Context: an optimization exercise on an open-source flow, tuned for small area. The choices shown serve that exercise and are no tape-out recipe. The RTL was checked by simulation tests, not by an equivalence proof against the original design. The flow treats the clock pin as an ideal source, which a real chip does not have.

// pwm_gen
module pwm_gen (
    input             clk,
    input             rst,
    input             key_load,      
    input             wr,
    input             rd,
    input      [9:0]  addr,
    input      [31:0] wdata,
    output reg [31:0] rdata,         
    input             dbg_halt,
    input      [3:0]  fence,
    input      [3:0]  inline_ok,
    input      [3:0]  g3_clear,
    input      [63:0] isense,        
    input      [63:0] vsense,
    input      [3:0]  swn,
    input      [3:0]  flt_in,
    output     [3:0]  gh,
    output     [3:0]  gl,
    output     [3:0]  fault_req
);
Settings: LEC_CHECK=0, CAP_MARGIN=20, CORE_MARGIN=2, CORE_UTILIZATION=40, SLEW_MARGIN=20; clock period 30.0 ns.
run.sh (not shown) runs the stock make flow with config.mk's settings and CLKGATE_MAP_FILE= SYNTH_SCRIPT=/design/flow/synth_recipe.tcl, a recipe that flattens the netlist after the stock synthesis.
The first run ran to the end with violations: antenna violations.
Rerun with:
--- a/flow/config.mk
+++ b/flow/config.mk
@@ -10,0 +11,2 @@
+export CTS_CLUSTER_DIAMETER = 80
+export CTS_CLUSTER_SIZE = 24
With this change the flow finished clean. Setup slack gains 0.030 ns. Sequential share of layout area goes up by 0.78 points. Flip-flop and latch count stays the same. Non-clock buffer count goes down by 4. Cell count falls slightly. Core utilization fell by 0.94 points. Maximum frequency is about the same. Cell area fell by a few percent. Hold slack improves by 0.0037 ns.

---

v53:
pwm_gen, a different RTL version from the one above (not shown whole).
Size in the first run: about 20000 cells after synthesis, roughly 240 I/O pins, ~190000 µm² of cells after synthesis.
export LEC_CHECK = 0
export ABC_AREA = 1
export CAP_MARGIN = 40
export CORE_MARGIN = 2
export CORE_UTILIZATION = 50
export CTS_CLUSTER_DIAMETER = 80
export CTS_CLUSTER_SIZE = 24
export SLEW_MARGIN = 40
create_clock -name core_clock -period 30.0 [get_ports {clk}]
standard.sh (not shown) runs the stock make flow with config.mk's settings and CLKGATE_MAP_FILE= SYNTH_SCRIPT=/design/flow/synth_recipe.tcl, a recipe that flattens the netlist after the stock synthesis.
==> flow/flow/run.sh <==
#!/bin/bash
# Layout flow: the standard ORFS flow (standard.sh), with three changes:
#  1. After the standard synthesis (standard.sh, unchanged), the logic between
#     the registers and the adder cells is mapped again for area with
#     Yosys/ABC (flow/reopt.ys). Registers, full/half-adder cells and their
#     names stay exactly as the standard synthesis made them; only the
#     combinational gates around them are re-mapped.
#  2. The clock tree is built without dummy loads (clock_tree_synthesis
#     -dont_use_dummy_load); clustering as in config.mk.
#  3. The port buffers are sky130_fd_sc_hd__buf_2 (every port still gets one).
# Each tool's full output goes to a log file of its own in this folder:
# synth_flow.log, reopt.log, layout_flow.log (and ORFS's per-step logs).
set -euo pipefail
WORK="$PWD"
R="$WORK/orfs/results/sky130hd/pwm_gen/base"
export CTS_ARGS="-sink_clustering_enable -repair_clock_nets -dont_use_dummy_load -sink_clustering_size 24 -sink_clustering_max_diameter 80"
export BUFFER_PORTS_ARGS="-inputs -outputs -buffer_cell sky130_fd_sc_hd__buf_2"

# 1. standard synthesis
bash standard.sh "$R/1_2_yosys.v" > synth_flow.log 2>&1
cp "$R/1_2_yosys.v" "$WORK/standard_synth.v"

# 2. area re-mapping of the logic between registers and adder cells
YOSYS=yosys
if [[ -x "$FLOW_HOME/../tools/install/yosys/bin/yosys" ]]; then
  YOSYS="$FLOW_HOME/../tools/install/yosys/bin/yosys"
fi
LIB="$FLOW_HOME/platforms/sky130hd/lib/sky130_fd_sc_hd__tt_025C_1v80.lib"
sed -e "s#@LIB@#$LIB#g" -e "s#@IN@#$WORK/standard_synth.v#g" \
    -e "s#@OUT@#$WORK/reopt.v#g" flow/reopt.ys > reopt_run.ys
"$YOSYS" -s reopt_run.ys > reopt.log 2>&1
cp "$WORK/reopt.v" "$R/1_2_yosys.v"
touch "$R/1_2_yosys.v" "$R/1_2_yosys.sdc"

# 3. the rest of the standard flow, from the re-mapped netlist
bash standard.sh finish > layout_flow.log 2>&1
==> flow/flow/reopt.ys <==
# Area re-mapping of the standard synthesis netlist. Registers, adder cells
# and tie cells are kept as black boxes; everything else is mapped again.
read_liberty -ignore_miss_func @LIB@
read_verilog @IN@
hierarchy -top pwm_gen
setattr -mod -set keep_hierarchy 1 sky130_fd_sc_hd__dfxtp_1 sky130_fd_sc_hd__edfxtp_1 sky130_fd_sc_hd__fa_1 sky130_fd_sc_hd__ha_1 sky130_fd_sc_hd__conb_1 sky130_fd_sc_hd__maj3_1
flatten
blackbox sky130_fd_sc_hd__dfxtp_1 sky130_fd_sc_hd__edfxtp_1 sky130_fd_sc_hd__fa_1 sky130_fd_sc_hd__ha_1 sky130_fd_sc_hd__conb_1 sky130_fd_sc_hd__maj3_1
opt_clean
abc -liberty @LIB@ -dont_use sky130_fd_sc_hd__lpflow_bleeder_1 -dont_use sky130_fd_sc_hd__lpflow_clkbufkapwr_1 -dont_use sky130_fd_sc_hd__lpflow_clkbufkapwr_16 -dont_use sky130_fd_sc_hd__lpflow_clkbufkapwr_2 -dont_use sky130_fd_sc_hd__lpflow_clkbufkapwr_4 -dont_use sky130_fd_sc_hd__lpflow_clkbufkapwr_8 -dont_use sky130_fd_sc_hd__lpflow_clkinvkapwr_1 -dont_use sky130_fd_sc_hd__lpflow_clkinvkapwr_16 -dont_use sky130_fd_sc_hd__lpflow_clkinvkapwr_2 -dont_use sky130_fd_sc_hd__lpflow_clkinvkapwr_4 -dont_use sky130_fd_sc_hd__lpflow_clkinvkapwr_8 -dont_use sky130_fd_sc_hd__lpflow_decapkapwr_12 -dont_use sky130_fd_sc_hd__lpflow_decapkapwr_3 -dont_use sky130_fd_sc_hd__lpflow_decapkapwr_4 -dont_use sky130_fd_sc_hd__lpflow_decapkapwr_6 -dont_use sky130_fd_sc_hd__lpflow_decapkapwr_8 -dont_use sky130_fd_sc_hd__lpflow_inputiso0n_1 -dont_use sky130_fd_sc_hd__lpflow_inputiso0p_1 -dont_use sky130_fd_sc_hd__lpflow_inputiso1n_1 -dont_use sky130_fd_sc_hd__lpflow_inputiso1p_1 -dont_use sky130_fd_sc_hd__lpflow_inputisolatch_1 -dont_use sky130_fd_sc_hd__lpflow_isobufsrc_1 -dont_use sky130_fd_sc_hd__lpflow_isobufsrc_16 -dont_use sky130_fd_sc_hd__lpflow_isobufsrc_2 -dont_use sky130_fd_sc_hd__lpflow_isobufsrc_4 -dont_use sky130_fd_sc_hd__lpflow_isobufsrc_8 -dont_use sky130_fd_sc_hd__lpflow_isobufsrckapwr_16 -dont_use sky130_fd_sc_hd__lpflow_lsbuf_lh_hl_isowell_tap_1 -dont_use sky130_fd_sc_hd__lpflow_lsbuf_lh_hl_isowell_tap_2 -dont_use sky130_fd_sc_hd__lpflow_lsbuf_lh_hl_isowell_tap_4 -dont_use sky130_fd_sc_hd__lpflow_lsbuf_lh_isowell_4 -dont_use sky130_fd_sc_hd__lpflow_lsbuf_lh_isowell_tap_1 -dont_use sky130_fd_sc_hd__lpflow_lsbuf_lh_isowell_tap_2 -dont_use sky130_fd_sc_hd__lpflow_lsbuf_lh_isowell_tap_4 -dont_use sky130_fd_sc_hd__probe_p_8 -dont_use sky130_fd_sc_hd__probec_p_8  -script +strash;dch,-f;map,-a;mfs2;strash;dch,-f;map,-a;topo;dnsize
opt_clean
splitnets
opt_clean -purge
hilomap -singleton -hicell sky130_fd_sc_hd__conb_1 HI -locell sky130_fd_sc_hd__conb_1 LO
insbuf -buf sky130_fd_sc_hd__buf_4 A X
write_verilog -noattr -nohex -nodec @OUT@
stat -liberty @LIB@
v53 went all the way through synthesis, placement and routing and the layout is clean on timing, DRC and antenna.
[inputs] v14 vs v53
Settings: CTS_CLUSTER_SIZE now 16, was 24; CTS_CLUSTER_DIAMETER now 60, was 80; CTS_BUF_LIST now sky130_fd_sc_hd__clkbuf_8, previously not set.
-- flow/flow/run.sh --
<<< v53, line 3
#  1. After the standard synthesis (standard.sh, unchanged), the logic between
#     the registers and the adder cells is mapped again for area with
#     Yosys/ABC (flow/reopt.ys). Registers, full/half-adder cells and their
#     names stay exactly as the standard synthesis made them; only the
>>> v14, line 3
#  1. After the standard synthesis (standard.sh, unchanged), the logic between
#     the registers and the full-adder cells is mapped again for area with
#     Yosys/ABC (flow/reopt.ys). Registers, full-adder cells and their
#     names stay exactly as the standard synthesis made them; only the
<<< v53, line 15
R="$WORK/orfs/results/sky130hd/pwm_gen/base"
export CTS_ARGS="-sink_clustering_enable -repair_clock_nets -dont_use_dummy_load -sink_clustering_size 24 -sink_clustering_max_diameter 80"
export BUFFER_PORTS_ARGS="-inputs -outputs -buffer_cell sky130_fd_sc_hd__buf_2"
>>> v14, line 15
R="$WORK/orfs/results/sky130hd/pwm_gen/base"
export CTS_ARGS="-sink_clustering_enable -repair_clock_nets -dont_use_dummy_load -sink_clustering_size 16 -sink_clustering_max_diameter 60 -buf_list sky130_fd_sc_hd__clkbuf_8"
export BUFFER_PORTS_ARGS="-inputs -outputs -buffer_cell sky130_fd_sc_hd__buf_2"
-- flow/flow/reopt.ys --
<<< v53, line 1
# Area re-mapping of the standard synthesis netlist. Registers, adder cells
# and tie cells are kept as black boxes; everything else is mapped again.
>>> v14, line 1
# Area re-mapping of the standard synthesis netlist. Registers, full-adder cells
# and tie cells are kept as black boxes; everything else is mapped again.
<<< v53, line 5
hierarchy -top pwm_gen
setattr -mod -set keep_hierarchy 1 sky130_fd_sc_hd__dfxtp_1 sky130_fd_sc_hd__edfxtp_1 sky130_fd_sc_hd__fa_1 sky130_fd_sc_hd__ha_1 sky130_fd_sc_hd__conb_1 sky130_fd_sc_hd__maj3_1
flatten
blackbox sky130_fd_sc_hd__dfxtp_1 sky130_fd_sc_hd__edfxtp_1 sky130_fd_sc_hd__fa_1 sky130_fd_sc_hd__ha_1 sky130_fd_sc_hd__conb_1 sky130_fd_sc_hd__maj3_1
opt_clean
>>> v14, line 5
hierarchy -top pwm_gen
setattr -mod -set keep_hierarchy 1 sky130_fd_sc_hd__dfxtp_1 sky130_fd_sc_hd__edfxtp_1 sky130_fd_sc_hd__fa_1 sky130_fd_sc_hd__conb_1 sky130_fd_sc_hd__maj3_1
flatten
blackbox sky130_fd_sc_hd__dfxtp_1 sky130_fd_sc_hd__edfxtp_1 sky130_fd_sc_hd__fa_1 sky130_fd_sc_hd__conb_1 sky130_fd_sc_hd__maj3_1
opt_clean
==> run summary <==
- Die: v14 smaller than v53
- v14 has completed all stages; timing, DRC and antenna checks passed.
- v14 gives less delay of the slowest cell on the worst path than v53 did.
- Of v14 and v53, it is v14 that has the lower hold slack.
- Relative area change from synthesis to final layout: v53 vs v14 — no meaningful difference
- Per the comparison of v14 with v53, transition time of the tightest slew-check pin decreased 0.072 ns; maximum number of pins on one net before global-route repair went down by about 19%; final layout net count picked up an extra 0.98%; core utilization did not really move; routed metal-1 wire length decreased 0.34%.
Inputs modified between v14 and v37:
Settings: CTS_BUF_LIST no longer set, was sky130_fd_sc_hd__clkbuf_8; CTS_CLUSTER_SIZE now 24, was 16; CTS_CLUSTER_DIAMETER now 80, was 60.
-- flow/flow/run.sh --
<<< v14, line 15
R="$WORK/orfs/results/sky130hd/pwm_gen/base"
export CTS_ARGS="-sink_clustering_enable -repair_clock_nets -dont_use_dummy_load -sink_clustering_size 16 -sink_clustering_max_diameter 60 -buf_list sky130_fd_sc_hd__clkbuf_8"
export BUFFER_PORTS_ARGS="-inputs -outputs -buffer_cell sky130_fd_sc_hd__buf_2"
>>> v37, line 15
R="$WORK/orfs/results/sky130hd/pwm_gen/base"
export CTS_ARGS="-sink_clustering_enable -repair_clock_nets -dont_use_dummy_load -sink_clustering_size 24 -sink_clustering_max_diameter 80"
export BUFFER_PORTS_ARGS="-inputs -outputs -buffer_cell sky130_fd_sc_hd__buf_2"
Notes after the runs:
v37 was carried through to the last stage, and its layout satisfied the timing, DRC and antenna checks. Compared v14 against v37; sequential share of layout area within noise. In the reports for v37 and v14, the larger signed area change from the synthesized netlist to the final layout belongs to v37. Routed wire length essentially unchanged between v14 and v37. The final reports for v37 and v14 show setup slack lower in the former. [compare] base=v14 new=v37: fraction of area in multi-input gates held steady. Compared with v14, v37 shows arrival time reported for the critical path endpoint higher by 0.08 ns. Fraction of met3 tracks used by global routing sits lower in v37 than in v14. Compared with v14, v37 shows number of fill cells lower by 127.

what the ideal ports hide:
No port has a modelled driver above. Below, the same layouts with a new extraction and two added sets of constraints.
Step 1, drivers: a clkbuf_16 drives clk and a buf_2 each remaining input, both assumed.
Step 2 times the ports against the registers' clock, not the clock port: input delays grow and output delays shrink by t, the midpoint of the rising clock arrivals with the driver on.
Slacks: no drivers / after step 1 / after step 2; pairs: no drivers / after step 1.
run	t, ns	setup WS [ns]	worst setup path at the end	pins driven straight from the clock port
the first run of note 1	1.174	2.972 / 2.954 / 1.780	input to register	1
the second run of note 1	1.147	3.002 / 3.088 / 1.941	input to register	1
v53	1.086	2.800 / 2.902 / 1.816	input to register	1
v14	1.341	2.524 / 2.458 / 1.116	input to register	1
v37	1.141	2.202 / 2.126 / 0.984	input to register	1
The setup slack of v14, which loses most, moves by -0.066 ns with the drivers and by -1.408 ns with both steps.
